What follows belongs to an exercise in optimizing a design on an open flow for small area and a short achievable clock period; a production flow would make more cautious choices.
Where RTL was checked, it was by simulation tests only, not by an equivalence proof against the original.

==> inputs of trial 88 <==
==> flow/design.v (excerpt) <==
module ct_time_core (
  input  wire        clk,
  input  wire        rst,
  input  wire        cmd_valid,
  input  wire [2:0]  cmd_op,
  input  wire [95:0] cmd_data,
  output reg         resp_valid,
  output reg  [1:0]  resp_status,
  output wire [47:0] time_sec,
  output wire [29:0] time_ns,
  output wire [31:0] time_frac,
  output wire [63:0] linear_ns,
  output wire [15:0] linear_frac,
  output wire [47:0] rate_adj,
  output wire [47:0] rate_total,
  output wire [47:0] slew_limit,
  output wire [63:0] slew_remain,
  output wire [2:0]  status,
  output wire [3:0]  sticky,
  output wire [3:0]  cmp_armed,
  output wire [3:0]  cmp_fire
);
==> flow/config.mk <==
export PLATFORM = sky130hd
export DESIGN_NAME = ct_time_core
export DESIGN_NICKNAME = ct_time_core
export VERILOG_FILES = /design/flow/design.v
export SDC_FILE = /design/flow/constraint.sdc
export NUM_CORES = 4
export LEC_CHECK = 0
export CAP_MARGIN = 20
export CORE_MARGIN = 2
export CORE_UTILIZATION = 55
export PLACE_DENSITY = 0.7
export SLEW_MARGIN = 20
==> flow/constraint.sdc <==
create_clock -name core_clock -period 30.0 [get_ports {clk}]
set_input_delay 6.0000 -clock core_clock [delete_from_list [all_inputs] [get_ports {clk}]]
set_output_delay 6.0000 -clock core_clock [all_outputs]
set_load 0.01 [all_outputs]
run.sh (not shown) runs the stock make flow with config.mk's settings and CLKGATE_MAP_FILE= SYNTH_SCRIPT=/design/flow/synth_recipe.tcl, a recipe that flattens the netlist after the stock synthesis.
==> trial 11 (differences from trial 88) <==
--- a/flow/design.v
+++ b/flow/design.v
@@ -183,18 +183,18 @@
   wire is_step  = cmd_valid && (cmd_op == OP_STEP);
   wire is_arm   = cmd_valid && (cmd_op == OP_CMP_ARM);
   wire is_dis   = cmd_valid && (cmd_op == OP_CMP_DISARM);
   wire is_clr   = cmd_valid && (cmd_op == OP_STICKY_CLR);
   wire [29:0] ld_ns   = cmd_data[77:48];
   wire        ld_ok   = (ld_ns < NS_PER_SEC);
   wire        do_load = is_load && ld_ok;
   wire        rs_neg = cmd_data[47];
-  wire        rs_hi  = ~rs_neg & (cmd_data[46:0] > RMAX[46:0]);
-  wire        rs_lo  =  rs_neg & (cmd_data[46:0] < (47'd0 - RMAX[46:0]));
+  wire        rs_hi  = ~rs_neg & (cmd_data[46:0] > 47'd56294995342);
+  wire        rs_lo  =  rs_neg & (cmd_data[46:0] < (47'd0 - 47'd56294995342));
   wire        rs_hit = rs_hi | rs_lo;
   wire [36:0] rs_cl  = rs_hi ? RMAX[36:0] : rs_lo ? (37'd0 - RMAX[36:0]) : cmd_data[36:0];
   wire [47:0] sl_in = cmd_data[47:0];
   wire        sl_ok = (sl_in >= {13'd0, SL_MIN}) && (sl_in <= {13'd0, SL_MAX});
   wire [84:0] pa_r  = {{2{rem_q[82]}}, rem_q};
   wire [84:0] pa_m  = rem_neg ? {45'd0, m25} : ~{45'd0, m25};
   wire [84:0] pa_c  = {cmd_data[63], cmd_data[63:0], 20'd0};
   wire [84:0] pa_s0 = ((pa_r) ^ (pa_m) ^ (pa_c));
@@ -321,17 +321,17 @@
 endmodule
 module ct_add #(parameter N = 8) (
   input  wire [N-1:0] a,
   input  wire [N-1:0] b,
   input  wire         ci,
   output wire [N-1:0] s,
   output wire         co
 );
-  localparam LOG = $clog2(N);
+  localparam LOG = (N > 64) ? 7 : (N > 32) ? 6 : (N > 16) ? 5 : (N > 8) ? 4 : (N > 4) ? 3 : (N > 2) ? 2 : 1;
   wire [N-1:0] p  = a ^ b;
   wire [N-1:0] g0 = a & b;
   reg  [N-1:0] G, P;
   integer i, l, d;
   always @* begin
     G = g0;
     P = p;
     G[0] = g0[0] | (p[0] & ci);
- CORE_UTILIZATION: 55 -> 30
- PLACE_DENSITY: 0.7 -> unset
==> build 68 (differences from trial 88) <==
- CORE_UTILIZATION: 55 -> 30
- PLACE_DENSITY: 0.7 -> unset
==> summary.txt <==
Detailed Route Iter0 Violations: trial 11 7763; trial 88 9188; build 68 7061
Placed instance area: trial 11 93600 µm²; trial 88 91000 µm²; build 68 93300 µm²
Post-Route M1 WL: trial 11 144000 µm; trial 88 133000 µm; build 68 146000 µm
Status: trial 11 finished clean; trial 88 finished clean; build 68 finished clean
Number of filler cells placed in the layout: trial 11 28900; trial 88 12900; build 68 28600
Wire length of the first global-routing pass: trial 11 502000 µm; trial 88 491000 µm; build 68 495000 µm
Worst reg-to-reg path cell count: trial 11 66; trial 88 65; build 68 66
Clock latency reported for the late side of the worst-skew pair: trial 11 0.83 ns; trial 88 0.76 ns; build 68 0.78 ns
Signal inverters: trial 11 1443; trial 88 1477; build 68 1477
Fraction of final layout cells with drive strength greater than 1: trial 11 4.86%; trial 88 5.13%; build 68 5.49%
Number of vias per cell: trial 11 5.36; trial 88 6.28; build 68 5.25
Final estimated routing congestion in global placement: trial 11 0.995; trial 88 1.08; build 68 0.994
Mean area per synthesized cell: trial 11 8.95 µm²; trial 88 8.96 µm²; build 68 8.96 µm²
Total Nets Final: trial 11 11900; trial 88 11800; build 68 11900
Only the layout flow was run in trial 88 and build 68; the RTL was not checked for function there.

## port drivers added, routing unchanged
How much do the figures lean on ideal ports? The routed layouts below were timed once more, with nothing changed but the port constraints. Step 1 sets driving cells, clkbuf_16 on the clock port and buf_2 on the other inputs (assumed; they add their load-dependent delay and slew). Step 2 moves the port delays by t, midway between the first and last clock arrival at a register: inputs arrive t later, outputs are due t later. That takes back most of the time a late clock gives input paths. Slacks: ideal ports / drivers / drivers and shift; pairs: ideal ports / drivers.
run	shift t [ns]	setup WS [ns]	latest minus earliest clock arrival (ns)
trial 88	0.810	10.402 / 10.310 / 10.590	0.075 / 0.075
trial 11	0.875	9.134 / 9.134 / 9.134	0.090 / 0.090
build 68	0.836	10.663 / 10.663 / 10.663	0.068 / 0.068
After both steps setup and hold are still met in every run listed.
